Source: an optimization exercise on an open RTL-to-GDS flow (aim: small area). Production flows keep margins and buffers that such runs may drop.
In this exercise RTL edits were held to simulation tests only and were not proved equivalent to the original.
No driver is modelled on the clock port, so clocking that relies on it looks cheaper here than on a real chip.

==> flow/design.v <==
module acq_decim_rca #(parameter integer W = 8) (
    input  wire [W-1:0] a,
    input  wire [W-1:0] b,
    input  wire         ci,
    output wire [W-1:0] s
);
    wire [W:0] c;
    assign c[0] = ci;
    genvar k;
    generate
        for (k = 0; k < W; k = k + 1) begin : g
            assign s[k]   = a[k] ^ b[k] ^ c[k];
            assign c[k+1] = (a[k] & b[k]) | (a[k] & c[k]) | (b[k] & c[k]);
        end
    endgenerate
endmodule
module acq_decim (
    input  wire        clk,
    input  wire        rst,         
    input  wire        md,          
    output reg         out_valid,   
    output reg  [27:0] out_data,    
    output reg         out_ovr      
);
    localparam integer CW = 36;     
    localparam integer AW = 52;     
    localparam integer NS = 19;     
    reg  [CW-1:0] integ1, integ2, integ3, integ4, integ5;
    wire [CW-1:0] s1, s2, s3, s4, s5;
    acq_decim_rca #(CW) u_i1 (.a(integ1), .b({{(CW-1){~md}}, 1'b1}), .ci(1'b0), .s(s1));
    acq_decim_rca #(CW) u_i2 (.a(integ2), .b(s1), .ci(1'b0), .s(s2));
    acq_decim_rca #(CW) u_i3 (.a(integ3), .b(s2), .ci(1'b0), .s(s3));
    acq_decim_rca #(CW) u_i4 (.a(integ4), .b(s3), .ci(1'b0), .s(s4));
    acq_decim_rca #(CW) u_i5 (.a(integ5), .b(s4), .ci(1'b0), .s(s5));
    always @(posedge clk) begin
        if (rst) begin
            integ1 <= 0; integ2 <= 0; integ3 <= 0; integ4 <= 0; integ5 <= 0;
        end else begin
            integ1 <= s1; integ2 <= s2; integ3 <= s3; integ4 <= s4; integ5 <= s5;
        end
    end
    reg [6:0] phase;
    reg       ticked;      
    reg [2:0] p;           
    reg [4:0] rel;         
    wire tick    = (phase == 7'd124);
    wire cstep   = tick | (ticked & (phase < 7'd4));
    wire rstep   = ticked & (phase == 7'd4);
    wire win     = ticked & (phase >= 7'd5) & (phase <= 7'd118);
    reg [2:0] vis;         
    always @* begin
        if (phase < 7'd24)       vis = 3'd0;
        else if (phase < 7'd43)  vis = 3'd1;
        else if (phase < 7'd62)  vis = 3'd2;
        else if (phase < 7'd81)  vis = 3'd3;
        else if (phase < 7'd100) vis = 3'd4;
        else                     vis = 3'd5;
    end
    always @(posedge clk) begin
        if (rst) begin
            phase  <= 0;
            ticked <= 1'b0;
            p      <= 0;
            rel    <= 0;
        end else begin
            phase <= tick ? 7'd0 : phase + 7'd1;
            if (tick) begin
                ticked <= 1'b1;
                p      <= (!ticked || p == 3'd4) ? 3'd0 : p + 3'd1;
            end
            if (!(tick && ticked && p == 3'd4))
                rel <= (rel == NS - 1) ? 5'd0 : rel + 5'd1;
        end
    end
    reg  [CW-1:0] zr0, zr1, zr2, zr3, zr4;    
    reg  [CW-1:0] v;                          
    wire [CW-1:0] ca  = tick ? s5 : v;
    wire [CW-1:0] cb  = rstep ? {{(CW-8){1'b1}}, 7'd0, ~v[9]}
                              : (cstep ? zr4 : {CW{1'b0}});
    wire [CW-1:0] cd;
    acq_decim_rca #(CW) u_c (.a(ca), .b(~cb), .ci(1'b1), .s(cd));
    always @(posedge clk) begin
        zr0 <= cstep ? ca : (ticked ? zr4 : {CW{1'b0}});
        zr1 <= zr0;
        zr2 <= zr1;
        zr3 <= zr2;
        zr4 <= zr3;
        v   <= cd;
    end
    wire [26:0] r = v[CW-1:9];
    wire       lowh = (rel < 5'd9) | ((rel == 5'd9) & (p >= 3'd2));
    wire [4:0] rm   = 5'd18 - rel;
    wire [3:0] rf   = lowh ? rel[3:0] : rm[3:0];
    wire [2:0] qf   = lowh ? 3'd4 - p : p;
    reg  [23:0] cf;
    always @* begin
        case ({rf, qf})
            7'd0: cf = -24'sd1;
            7'd1: cf = -24'sd4;
            7'd2: cf = -24'sd14;
            7'd3: cf = -24'sd36;
            7'd4: cf = -24'sd69;
            7'd8: cf = -24'sd96;
            7'd9: cf = -24'sd67;
            7'd10: cf =  24'sd96;
            7'd11: cf =  24'sd464;
            7'd12: cf =  24'sd1027;
            7'd16: cf =  24'sd1588;
            7'd17: cf =  24'sd1708;
            7'd18: cf =  24'sd778;
            7'd19: cf = -24'sd1704;
            7'd20: cf = -24'sd5665;
            7'd24: cf = -24'sd9997;
            7'd25: cf = -24'sd12405;
            7'd26: cf = -24'sd9929;
            7'd27: cf = -24'sd247;
            7'd28: cf =  24'sd16504;
            7'd32: cf =  24'sd36222;
            7'd33: cf =  24'sd50693;
            7'd34: cf =  24'sd49669;
            7'd35: cf =  24'sd25140;
            7'd36: cf = -24'sd23447;
            7'd40: cf = -24'sd85388;
            7'd41: cf = -24'sd138937;
            7'd42: cf = -24'sd157033;
            7'd43: cf = -24'sd117742;
            7'd44: cf = -24'sd16015;
            7'd48: cf =  24'sd128420;
            7'd49: cf =  24'sd271808;
            7'd50: cf =  24'sd357746;
            7'd51: cf =  24'sd336769;
            7'd52: cf =  24'sd187525;
            7'd56: cf = -24'sd68978;
            7'd57: cf = -24'sd368911;
            7'd58: cf = -24'sd620823;
            7'd59: cf = -24'sd732090;
            7'd60: cf = -24'sd637331;
            7'd64: cf = -24'sd318406;
            7'd65: cf =  24'sd191047;
            7'd66: cf =  24'sd817211;
            7'd67: cf =  24'sd1468057;
            7'd68: cf =  24'sd2056396;
            7'd72: cf =  24'sd2515604;
            7'd73: cf =  24'sd2804349;
            7'd74: cf =  24'sd2902489;
            default: cf = 24'sd0;
        endcase
    end
    wire [24:0] cfx = {cf, 1'b0};
    wire [4:0]  bw  = win ? cfx[{vis, 2'b00} +: 5] : 5'd0;    
    wire one_lo = bw[0] ^ bw[1];
    wire two_lo = (bw[2] & ~bw[1] & ~bw[0]) | (~bw[2] & bw[1] & bw[0]);
    wire neg_lo = bw[2] & ~(bw[1] & bw[0]);
    wire one_hi = bw[2] ^ bw[3];
    wire two_hi = (bw[4] & ~bw[3] & ~bw[2]) | (~bw[4] & bw[3] & bw[2]);
    wire neg_hi = bw[4] & ~(bw[3] & bw[2]);
    wire [27:0] rx = {r[26], r};
    wire [27:0] m_lo = (({28{one_lo}} & rx) | ({28{two_lo}} & {rx[26:0], 1'b0})) ^ {28{neg_lo}};
    wire [27:0] m_hi = (({28{one_hi}} & rx) | ({28{two_hi}} & {rx[26:0], 1'b0})) ^ {28{neg_hi}};
    reg  [AW-1:0] F [0:NS-1];
    wire [AW-1:0] head = F[NS-1];
    wire fin      = win && vis == 3'd5 && rel == 5'd0 && p == 3'd4;
    wire [AW-1:0] in_w;
    assign in_w[31:0]  = {32{1'b1}};
    assign in_w[35:32] = {4{vis <= 3'd4}};
    assign in_w[39:36] = {4{vis <= 3'd3}};
    assign in_w[43:40] = {4{vis <= 3'd2}};
    assign in_w[47:44] = {4{vis <= 3'd1}};
    assign in_w[51:48] = {4{vis == 3'd0}};
    wire [AW-1:0] cpass;
    assign cpass[30:0]  = {31{1'b1}};
    assign cpass[31]    = ~(vis == 3'd5);
    assign cpass[34:32] = 3'b111;
    assign cpass[35]    = ~(vis == 3'd4);
    assign cpass[38:36] = 3'b111;
    assign cpass[39]    = ~(vis == 3'd3);
    assign cpass[42:40] = 3'b111;
    assign cpass[43]    = ~(vis == 3'd2);
    assign cpass[46:44] = 3'b111;
    assign cpass[47]    = ~(vis == 3'd1);
    assign cpass[51:48] = 4'b1111;
    wire fin_up   = fin & head[2] & ((|head[1:0]) | (|head[51:32]) | head[3]);
    wire [AW-1:0] op_o = head;
    wire [AW-1:0] op_a = {{(AW-28){m_lo[27]}}, m_lo} & in_w;
    wire [AW-1:0] op_b = ({{(AW-30){m_hi[27]}}, m_hi, {2{neg_hi}}} & in_w)
                       | {{(AW-4){1'b0}}, fin_up, 3'd0};
    wire [AW-1:0] cs_s = op_o ^ op_a ^ op_b;
    wire [AW-1:0] cs_c = ((op_o & op_a) | (op_o & op_b) | (op_a & op_b)) & cpass;
    wire [AW-1:0] rb   = {cs_c[AW-2:0], neg_lo};
    wire [AW:0]   rc;
    wire [AW-1:0] acc;
    assign rc[0] = neg_hi;
    genvar q;
    generate
        for (q = 0; q < AW; q = q + 1) begin : g_acc
            assign acc[q]  = cs_s[q] ^ rb[q] ^ rc[q];
            assign rc[q+1] = ((cs_s[q] & rb[q]) | (cs_s[q] & rc[q]) | (rb[q] & rc[q])) & cpass[q];
        end
    endgenerate
    wire [AW-1:0] nxt = (fin | ~ticked) ? {AW{1'b0}}
                      : !win ? acc
                      : (vis == 3'd5) ? {acc[31:0], acc[51:32]}
                      : {acc[3:0], acc[51:4]};
    integer j;
    always @(posedge clk) begin
        F[0] <= nxt;
        for (j = 1; j < NS; j = j + 1)
            F[j] <= F[j-1];
    end
    wire [AW-1:0] fa_t = {acc[31:0], acc[51:32]};
    always @* out_valid = fin;
    wire [28:0] frnd = fa_t[AW-1:23];
    wire        sat  = frnd[28] ^ frnd[27];
    localparam [27:0] OVR_POS = 28'd114085069;
    localparam [27:0] OVR_NEG = 28'd154350387;    
    always @* begin
        out_data = sat ? {frnd[28], {27{~frnd[28]}}} : frnd[27:0];
        out_ovr  = sat | (frnd[27] ? (frnd[27:0] <= OVR_NEG) : (frnd[27:0] >= OVR_POS));
    end
endmodule
Settings: LEC_CHECK=0, ABC_AREA=1, CAP_MARGIN=20, CORE_MARGIN=2, CORE_UTILIZATION=55, SLEW_MARGIN=20; clock period 50.0 ns.
standard.sh (not shown) runs the stock make flow with config.mk's settings and CLKGATE_MAP_FILE= SYNTH_SCRIPT=/design/flow/synth_recipe.tcl, a recipe that flattens the netlist after the stock synthesis.
==> flow/flow/run.sh <==
#!/bin/bash
# The standard layout (standard synthesis unchanged), except that the clock
# tree is built without dummy loads: clock_tree_synthesis gets
# -dont_use_dummy_load, with the flow's usual options and 35-sink clusters.
# make's full output goes to layout.log in this folder.
set -euo pipefail
bash standard.sh \
  "CTS_ARGS=-sink_clustering_enable -repair_clock_nets -sink_clustering_size 35 -sink_clustering_max_diameter 60 -dont_use_dummy_load" \
  finish > layout.log 2>&1
The first run finished clean.
Next try:
==> flow/flow/run.sh (replaced) <==
#!/bin/bash
# The standard layout (standard synthesis unchanged), with two changes:
#  * the clock tree is built without dummy loads (-dont_use_dummy_load), in
#    sink clusters of at most 30 flip-flops and 100 um;
#  * the port buffers that global placement inserts are buf_1 cells.
# make's full output goes to layout.log in this folder.
set -euo pipefail
bash standard.sh \
  "BUFFER_PORTS_ARGS=-buffer_cell sky130_fd_sc_hd__buf_1" \
  "CTS_ARGS=-sink_clustering_enable -repair_clock_nets -sink_clustering_size 30 -sink_clustering_max_diameter 100 -dont_use_dummy_load" \
  finish > layout.log 2>&1
Effect: The new run went through all stages and came out clean. Cell count drops by 0.38%. Via count stays flat. Routed wire length climbs by 0.89%. Global-route usage is about the same. Clock-buffer cell count drops by 18. Critical path depth does not change. Core utilization drops by 0.86 points.

## afterwards: timing with drivers on the ports
In the flow no input, the clock included, has a driving cell. The finished layouts below were timed again as built, in two steps.
Step 1 assumes that a clkbuf_16 drives the clock port and a buf_2 every other input.
Step 2 moves the port delays by t, midway between the first and last clock arrival at a register: inputs arrive t later, outputs are due t later. That takes back most of the time a late clock gives input paths.
Slacks: no drivers / after step 1 / after step 2; pairs: no drivers / after step 1.
run	t, ns	setup slack, ns	worst setup path at the end	slew at the worst register clock pin (ns)	pins driven straight from the clock port
the first run	0.659	18.297 / 18.231 / 18.890	register to output	0.12 / 0.12	1
the second run	0.669	18.529 / 18.467 / 19.136	register to output	0.11 / 0.11	1
After both steps setup and hold are still met in every run listed.
